Source: an optimization exercise on an open RTL-to-GDS flow (aim: small area and a short achievable clock period). Production flows keep margins and buffers that such runs may drop. For this run, only the layout was checked, not whether the RTL still works. No activity file was given, so power comes from the tool's default toggle rates.

<file path="flow/design.v">
module lane_symbol_path (
    input  wire        clk,
    input  wire        rst,            
    input  wire        rx_valid,       
    input  wire [19:0] rx_bits,
    input  wire        cdr_lock,       
    input  wire        comma_align,    
    input  wire        bitslip,        
    input  wire        decode_check,   
    output reg         tx_valid,       
    output reg  [19:0] tx_bits,        
    output reg  [1:0]  code_err,       
    output reg  [1:0]  disp_err,       
    output reg         sym_lock,       
    output reg  [3:0]  word_phase      
);
    localparam [63:0] V6N = 64'h167e7ee87ee86880;
    localparam [63:0] V6P = 64'h0116177e177e7e68;
    localparam [63:0] BAL6 = 64'h0116166816686880;
    localparam [63:0] KX7N = 64'h1000000068800000;
    localparam [63:0] KX7P = 64'h0000011600000008;
    localparam [63:0] K28N = 64'h1000000000000000;
    localparam [63:0] K28P = 64'h0000000000000008;
    localparam [63:0] T6_1 = 64'hfffffffffffffffe;
    localparam [63:0] T6_2 = 64'hfffffffefffefee8;
    localparam [63:0] T6_3 = 64'hfffefee8fee8e880;
    localparam [63:0] T6_4 = 64'hfee8e880e8808000;
    localparam [63:0] T6_5 = 64'he880800080000000;
    localparam [63:0] T6_6 = 64'h8000000000000000;
    function [3:0] group_info(input [9:0] c);
        reg [5:0] s6;
        reg [3:0] s;            
        reg       e, i, v6n, v6p, bal6, kx7n, kx7p, k28n, k28p;
        reg [6:1] t6;
        reg [4:1] t4;
        reg       b2, vn, vp, hi, ge5;
        begin
            s6   = c[5:0];
            e    = c[4];
            i    = c[5];
            s    = {c[6], c[7], c[8], c[9]};
            v6n  = V6N[s6];
            v6p  = V6P[s6];
            bal6 = BAL6[s6];
            kx7n = KX7N[s6];
            kx7p = KX7P[s6];
            k28n = K28N[s6];
            k28p = K28P[s6];
            t6   = {T6_6[s6], T6_5[s6], T6_4[s6], T6_3[s6], T6_2[s6], T6_1[s6]};
            t4[1] = |s;
            t4[2] = (s[0] & s[1]) | (s[0] & s[2]) | (s[0] & s[3]) |
                    (s[1] & s[2]) | (s[1] & s[3]) | (s[2] & s[3]);
            t4[3] = (s[0] & s[1] & s[2]) | (s[0] & s[1] & s[3]) |
                    (s[0] & s[2] & s[3]) | (s[1] & s[2] & s[3]);
            t4[4] = &s;
            b2 = t4[2] & !t4[3];
            vn = v6n & (bal6 ?
                 ((b2 && s != 4'b0011) || s == 4'b1011 || s == 4'b1101 ||
                  (s == 4'b1110 && !(e & i)) || (s == 4'b0111 && (e & i))) :
                 ((b2 && s != 4'b1100) || s == 4'b0100 || s == 4'b0010 ||
                  (s == 4'b0001 && !k28n) || (s == 4'b1000 && kx7n)));
            vp = v6p & (bal6 ?
                 ((b2 && s != 4'b1100) || s == 4'b0100 || s == 4'b0010 ||
                  (s == 4'b0001 && (e | i)) || (s == 4'b1000 && !(e | i))) :
                 ((b2 && s != 4'b0011) || s == 4'b1011 || s == 4'b1101 ||
                  (s == 4'b1110 && !k28p) || (s == 4'b0111 && kx7p)));
            hi  = t6[6] | (t6[5] & t4[1]) | (t6[4] & t4[2]) | (t6[3] & t4[3]) | (t6[2] & t4[4]);
            ge5 = t6[5] | (t6[4] & t4[1]) | (t6[3] & t4[2]) | (t6[2] & t4[3]) | (t6[1] & t4[4]);
            group_info = {hi, hi | !ge5, vp, vn};
        end
    endfunction
    reg [19:0] prev_word;
    reg        have_prev;
    reg        have_bnd;       
    reg        good_cnt;       
    reg [3:0]  oth_phase;      
    reg [1:0]  oth_cnt;        
    reg [19:0] grp_q;          
    reg        dc_q;           
    reg        b_rx_rd;        
    reg        b_rx_known;
    reg        b_out_rd;
    reg        kill;           
    wire        take   = rx_valid && have_prev;
    wire [39:0] window = {rx_bits, prev_word};
    reg  [24:0] dif;
    reg  [19:0] cf;
    integer     s;
    always @(*) begin
        for (s = 0; s < 25; s = s + 1)
            dif[s] = window[s] ^ window[s+1];
        for (s = 0; s < 20; s = s + 1)
            cf[s] = !dif[s] && dif[s+1] && !(|dif[s+2 +: 4]);
    end
    reg  [9:0]  ph0_oh, oph0_oh;
    integer     v;
    always @(*)
        for (v = 0; v < 10; v = v + 1) begin
            ph0_oh[v]  = (word_phase == v[3:0]);
            oph0_oh[v] = (oth_phase == v[3:0]);
        end
    reg  [3:0]  pres, eq_ph0, eq_oph0;
    reg  [3:0]  qv [0:3];      
    reg         e02, e13;      
    integer     b, j;
    always @(*) begin
        for (b = 0; b < 4; b = b + 1) begin
            pres[b]    = |cf[b*5 +: 5];
            eq_ph0[b]  = 1'b0;
            eq_oph0[b] = 1'b0;
            qv[b]      = 4'd0;
            for (j = 0; j < 5; j = j + 1) begin
                eq_ph0[b]  = eq_ph0[b]  | (cf[b*5 + j] & ph0_oh[(b % 2) * 5 + j]);
                eq_oph0[b] = eq_oph0[b] | (cf[b*5 + j] & oph0_oh[(b % 2) * 5 + j]);
                qv[b]      = qv[b] | ({4{cf[b*5 + j]}} & ((b % 2) * 5 + j));
            end
        end
        e02 = |(cf[4:0] & cf[14:10]);
        e13 = |(cf[9:5] & cf[19:15]);
    end
    reg        c_bnd, c_lk, c_gd;
    reg [1:0]  c_oc;
    reg [4:0]  c_phs, c_ophs;    
    reg        eqp, eqo, s_set, s_on, s_mov, s_oth, s_cnt, s_unl, s_new, s_jmp;
    always @(*) begin
        c_bnd  = have_bnd;
        c_lk   = sym_lock;
        c_gd   = good_cnt;
        c_oc   = oth_cnt;
        c_phs  = 5'b00001;
        c_ophs = 5'b00001;
        for (b = 0; b < 4; b = b + 1) begin
            eqp = (c_phs[0] & eq_ph0[b]) |
                  (b == 2 ? c_phs[1] & e02 : 1'b0) | (b == 3 ? c_phs[2] & e13 : 1'b0);
            eqo = (c_ophs[0] & eq_oph0[b]) |
                  (b == 2 ? c_ophs[1] & e02 : 1'b0) | (b == 3 ? c_ophs[2] & e13 : 1'b0);
            s_set = pres[b] & !c_bnd;                       
            s_on  = pres[b] & c_bnd & eqp;                  
            s_mov = pres[b] & c_bnd & !eqp & !c_lk;         
            s_oth = pres[b] & c_bnd & !eqp & c_lk;          
            s_cnt = s_oth & (c_oc != 2'd0) & eqo;           
            s_unl = s_cnt & (c_oc == 2'd3);                 
            s_new = s_oth & !((c_oc != 2'd0) & eqo);        
            s_jmp = s_set | s_mov | s_unl;
            c_lk  = (c_lk & !s_unl) | (s_on & c_gd);
            c_gd  = !s_jmp & (c_gd | s_on);
            c_oc  = s_on ? 2'd0 : s_new ? 2'd1 : s_cnt ? {c_oc[1] ^ c_oc[0], !c_oc[0]} : c_oc;
            c_bnd = c_bnd | pres[b];
            c_phs  = s_jmp ? (5'b00010 << b) : c_phs;
            c_ophs = s_new ? (5'b00010 << b) : c_ophs;
        end
    end
    reg [3:0] c_ph, c_oph;
    always @(*) begin
        c_ph  = {4{c_phs[0]}} & word_phase;
        c_oph = {4{c_ophs[0]}} & oth_phase;
        for (b = 0; b < 4; b = b + 1) begin
            c_ph  = c_ph  | ({4{c_phs[b+1]}} & qv[b]);
            c_oph = c_oph | ({4{c_ophs[b+1]}} & qv[b]);
        end
    end
    wire       run_chain = comma_align && cdr_lock && take;
    reg        n_lock, n_have_bnd, n_good;
    reg [3:0]  n_phase, n_oth_phase;
    reg [1:0]  n_oth_cnt;
    always @(*) begin
        if (run_chain) begin
            n_have_bnd  = c_bnd;
            n_lock      = c_lk;
            n_good      = c_gd;
            n_phase     = c_ph;
            n_oth_phase = c_oph;
            n_oth_cnt   = c_oc;
        end else begin
            n_have_bnd  = have_bnd && comma_align && cdr_lock;
            n_lock      = sym_lock && comma_align && cdr_lock;
            n_good      = good_cnt;
            n_oth_phase = oth_phase;
            n_oth_cnt   = oth_cnt;
            n_phase     = word_phase;
            if (!comma_align && bitslip)
                n_phase = (word_phase == 4'd9) ? 4'd0 : word_phase + 4'd1;
        end
    end
    wire [39:0] shifted = window >> n_phase;
    reg [9:0]  grp;
    reg [3:0]  inf;
    reg        vn, vp, unb, hi, inr, fwd;
    reg        a_rx_rd, a_rx_known, a_out_rd;
    integer    k;
    always @(*) begin
        a_rx_rd    = b_rx_rd;
        a_rx_known = b_rx_known && dc_q;
        a_out_rd   = b_out_rd;
        tx_bits    = 20'd0;
        code_err   = 2'b00;
        disp_err   = 2'b00;
        for (k = 0; k < 2; k = k + 1) begin
            grp = grp_q[k*10 +: 10];
            inf = group_info(grp);
            {hi, unb, vp, vn} = inf;
            inr = a_rx_rd ? vp : vn;
            fwd = !dc_q || (a_rx_known && inr && (a_rx_rd == a_out_rd));
            if (dc_q) begin
                if (!(vn || vp)) begin
                    code_err[k] = 1'b1;
                    a_rx_known  = 1'b0;
                end else if (a_rx_known) begin
                    disp_err[k] = !inr;
                    a_rx_rd     = a_rx_rd ^ !inr ^ unb;
                end else if (!(vn && vp)) begin
                    a_rx_rd     = vp ^ unb;
                    a_rx_known  = 1'b1;
                end
            end
            tx_bits[k*10 +: 10] = fwd ? grp : (a_out_rd ? 10'b1110100001 : 10'b0001011110);
            if (fwd && unb)
                a_out_rd = hi;
        end
    end
    always @(posedge clk)
        if (rx_valid)
            prev_word <= rx_bits;
    always @(posedge clk) begin
        if (rst) begin
            have_prev   <= 1'b0;
            sym_lock    <= 1'b0;
            have_bnd    <= 1'b0;
            word_phase  <= 4'd0;
            good_cnt    <= 1'b0;
            oth_phase   <= 4'd0;
            oth_cnt     <= 2'd0;
            tx_valid    <= 1'b0;
            grp_q       <= 20'd0;
            dc_q        <= 1'b0;
            b_rx_rd     <= 1'b0;
            b_rx_known  <= 1'b0;
            b_out_rd    <= 1'b0;
            kill        <= 1'b0;
        end else begin
            sym_lock   <= n_lock;
            have_bnd   <= n_have_bnd;
            word_phase <= n_phase;
            good_cnt   <= n_good;
            oth_phase  <= n_oth_phase;
            oth_cnt    <= n_oth_cnt;
            tx_valid   <= take;
            if (rx_valid)
                have_prev <= 1'b1;
            if (take) begin
                grp_q      <= shifted[19:0];
                dc_q       <= decode_check;
                b_rx_rd    <= a_rx_rd;
                b_rx_known <= a_rx_known && !kill;
                b_out_rd   <= a_out_rd;
                kill       <= 1'b0;
            end else if (!decode_check) begin
                kill       <= 1'b1;
            end
        end
    end
endmodule
</file>
<file path="flow/config.mk">
export PLATFORM = sky130hd
export DESIGN_NAME = lane_symbol_path
export DESIGN_NICKNAME = lane_symbol_path
export VERILOG_FILES = /design/flow/design.v
export SDC_FILE = /design/flow/constraint.sdc
export NUM_CORES = 4
export LEC_CHECK = 0
export ABC_AREA = 1
export CAP_MARGIN = 20
export CORE_MARGIN = 2
export CORE_UTILIZATION = 40
export SLEW_MARGIN = 20
</file>
<file path="flow/run.sh">
#!/bin/bash
# synth_recipe.tcl (not shown) runs the flow's synth.tcl, then flattens the netlist and writes it again
# the make line also repeats each setting of config.mk as NAME=value (left out here)
make -C /OpenROAD-flow-scripts/flow DESIGN_CONFIG=/design/flow/config.mk WORK_HOME=/design/flow/orfs CLKGATE_MAP_FILE= SYNTH_SCRIPT=/design/flow/synth_recipe.tcl finish
</file>
<file path="flow/constraint.sdc">
create_clock -name core_clock -period 34.0 [get_ports {clk}]
set_input_delay 6.8000 -clock core_clock [delete_from_list [all_inputs] [get_ports {clk}]]
set_output_delay 6.8000 -clock core_clock [all_outputs]
set_load 0.01 [all_outputs]
</file>
==> results.yml <==
power:
  irDropWorstVdd_mv: 0.0268
  p_leak_nw: 3.67
  power_density_nw_per_um2: 32.9
  p_total_uw: 270
critical_path:
  reg2reg_depth: 41
  cp.depth: 21
  start_kind: "flop"
  cp.arrival_ns: 5.30
  max_stage_delay_ns: 0.52
  cp-end-kind: "primary output"
  crit_fanout: 13
  crit_type: "reg -> out"
  crit_chain: "inv_1, ha_1, nor2_1, nor2_1, o21ai_0, nand2_1, nand3_1, a2111oi_0, nor4b_1, nand2_1, o21ai_0, nand3_1, nand2_1, nand2_1, o21ai_0, a21oi_1, o211ai_1, nand2_1, nor2_1, a21oi_1, clkdlybuf4s50_1"
  cp_common_cell: "nand2_1"
  crit_buf_inv: 2
  crit_family: "simple AND/OR/NAND/NOR gates"
  ff2ff_setup_slack_ns: 27.44
  reg2reg_from: "prev_word[5]"
  worst_ep_required_time_ns: 27.20
  reg2reg_to: "grp_q[16]"
  critical-path-slowest-cell: "nor2_1"
finish:
  post-route-util_pct: 46.1
  final_nets: 1332
  drive_gt1_share_pct: 6.17
  multi_input_area_um2: 4940
  instances_no_fill: 1525
  diodes: 0
  nFillCells: 1938
  regArea_um2: 1400
  syn_to_final_growth_pct: 14.0
  fin_area_um2: 8190
placed_design:
  placed_area_um2: 7910
  gp_congestion: 0.962
  port_buffers: 56
  hpwl_um: 18700
  place_inst: 1509
  place_worst_setup_slack_ns: 22.13
hold_path:
  hold_start: "kill"
  hold_depth: 2
  min_path_type: "reg -> reg"
  hold-path-endpoint: "kill"
synth:
  ys_seq_elements: 60
  synthCells: 1252
  ys_seq_area_share_pct: 19.5
  ys.flop_type: "dfxtp_1"
  synth_area_um2: 7190
  avgSynthCellArea_um2: 5.74
  synth-edff-count: 20
  ys_warn_count: 2
  syn-num-nets: 1293
  async_flop_share_pct: 0
  ys_types: 53
grt:
  use_met1_pct: 33.9
  busiest_layer: "met2"
  grt-ovfl-total: 0
  grt_max_degree: 36
  grt_use_total_pct: 24.7
  grt_pass1_vias: 7821
  use_met2_pct: 39.4
  met3_usage_pct: 3.78
  antenna_found_initial: 0
  grt_pass1_wl_um: 38900
sta:
  setup_viol: 0
  relSlewSlack_pct: 41.6
  fin_crit_ns: 12.10
  fin_worst_skew_ns: 0.00963
  rsz0062_at_grt: "no"
  hold_violations: 0
  fin_setup_tns_ns: 0
  final_max_slew_viol_count: 0
  setup_ws_ns: 21.90
  max_freq_ghz: 0.0826
  period_share_pct: 35.6
  hold_slack_ns: 0.460
  worst_slew_pin_slew_ns: 0.864
job:
  cap_violations: 0
cts:
  cts_tree: "built"
  cts_buffer_depth: 2
  insertion_delay_ns: 0.34
  postCtsHoldBufs: 0
  post_cts_buffers: 0
  cts_num_sinks: 60
  path_clk_slew_ns: 0.06
  cts_root_buffer: "clkbuf_16"
  numCtsBuffers: 9
  htree_levels: 3
  cts.repair.resized: 0
routing:
  avgViaCountPerCell: 5.58
  dr.pass1.iters: 6
  vias: 8515
  antenna_left: 0
  avgRoutedWirePerCell_um: 15.8
  wl_um: 24000
  remaining_drc_errors: 0
  drt_iter0_drc: 842
die:
  start_util_pct: 40.4
  rows: 49
  die-area_um2: 19100
  coreArea_um2: 17800
  num_io_pins: 57
  die_y_um: 138
  die_w_um: 138
outcome:
  outcome: "complete, no violations"
[cell families after synthesis]
logic type                 synth area share, %
and+or+nand+nor                           48.7
xor gates and xnor gates                  1.83
DFF                                       19.5
AOI/OAI and AO/OA                         15.7
buffers and inverters                     11.8
adders and majority gates                 2.44
[worst reg2reg max path, delay by kind of cell (launching register included)]
kind / cells / cell delay, ns
AOI/OAI and AO/OA: 4 / 0.67
adders and majority gates: 3 / 0.63
buffers and inverters: 6 / 0.50
DFF: 1 / 0.50
and+or+nand+nor: 28 / 4.15
[synthesized netlist by cell type, drive strengths merged (7+ instances only)]
library cell | instances | area share [%]
nand2 | 284 | 15
nand3 | 269 | 19
inv | 174 | 9.1
nor2 | 162 | 9.4
o21ai | 59 | 4.3
a21oi | 56 | 4.2
dfxtp | 40 | 11
nor3 | 29 | 2.2
buf | 21 | 1.8
edfxtp | 20 | 8.4
nand4 | 18 | 1.6
clkbuf | 15 | 0.78
ha | 14 | 2.4
a221oi | 10 | 1.2
o22ai | 9 | 0.78
xnor2 | 9 | 1.1
a31oi | 8 | 0.70
o211ai | 7 | 0.73
o221ai | 7 | 0.85
[final cells by class]
cell class / instances / area share [%]
Timing Repair Buffer: 64 / 7.58
Clock buffer: 9 / 2.75
Clock inverter: 7 / 0.703
Multi-Input combinational cell: 981 / 60.3
Inverter: 175 / 8.05
Sequential cell: 60 / 17.1
Tap cell: 229 / 3.50
[routing by layer]
metal / up-vias / part of all wire (%)
met5: - / 0
met4: 0 / 3.1
met3: 52 / 6.8
met2: 335 / 45
met1: 3807 / 46
li1: 4321 / -
[worst max path at each step]
stage	start	end
5_1_grt	grp_q[0]	tx_bits[15]
3_5_place_dp	rx_bits[0]	grp_q[16]
3_3_place_gp	grp_q[1]	tx_bits[10]
6_report	grp_q[1]	tx_bits[15]
2_1_floorplan	rx_bits[0]	grp_q[16]
4_1_cts	grp_q[0]	tx_bits[10]
[state kept, by name (all words and copies together), names as in the netlist]
name / cells
b_rx_known: 1
tx_valid: 1
b_rx_rd: 1
sym_lock: 1
dc_q: 1
good_cnt: 1
have_prev: 1
kill: 1
oth_cnt: 2
grp_q: 20
have_bnd: 1
word_phase: 4
oth_phase: 4
b_out_rd: 1
prev_word: 20
[power by group]
| part | switching, mW | total [mW] | internal (mW) |
|---|---|---|---|
| logic | 0.0615 | 0.0948 | 0.0332 |
| registers | 0.00810 | 0.0868 | 0.0787 |
| clock network | 0.0376 | 0.0880 | 0.0504 |
| total | 0.107 | 0.270 | 0.162 |
[layout by cell type (no fill, tap or decap), types with 3 or more instances in the layout]
master and count:
nor4_1 6, xor2_1 6, inv_6 3, o211ai_1 7, clkdlybuf4s50_1 56, a31oi_1 8, nand2_4 4, buf_4 8
o21ai_0 47, a211oi_1 5, dfxtp_1 40, xnor2_1 9, a21oi_2 3, nand2_2 6, edfxtp_1 20, nor3_1 27
nand3_1 264, o21ai_2 4, a221oi_1 10, nand3_2 3, clkbuf_16 9, nor2_2 8, nor2_1 148, o221ai_1 7
ha_1 14, nand2_1 274, inv_1 160, nor2_4 6, o21ai_1 8, nand4_1 18, a21oi_1 52, o22ai_1 9
inv_2 13, o311ai_0 6

-- port drivers added, routing unchanged --
Ports are ideal in the flow. The routed layout listed here was re-timed in OpenROAD.
Step 1 assumes that a clkbuf_16 drives the clock port and a buf_2 every other input.
Step 2, shift: input delay + t, output delay - t, t = (earliest + latest rising clock arrival at the registers) / 2. This alone moves slack from input paths to output paths.
Three values: ideal ports, drivers, drivers and shift; two values: the first two.
shift t [ns]: 0.380
setup WS [ns]: 21.899 / 21.856 / 21.928
latest minus earliest clock arrival (ns): 0.010 / 0.010
slew at the worst register clock pin (ns): 0.06 / 0.06
pins driven straight from the clock port: 1
After both steps this run still meets setup and hold. The setup slack of this run moves by -0.043 ns with the drivers and by +0.029 ns with both steps.
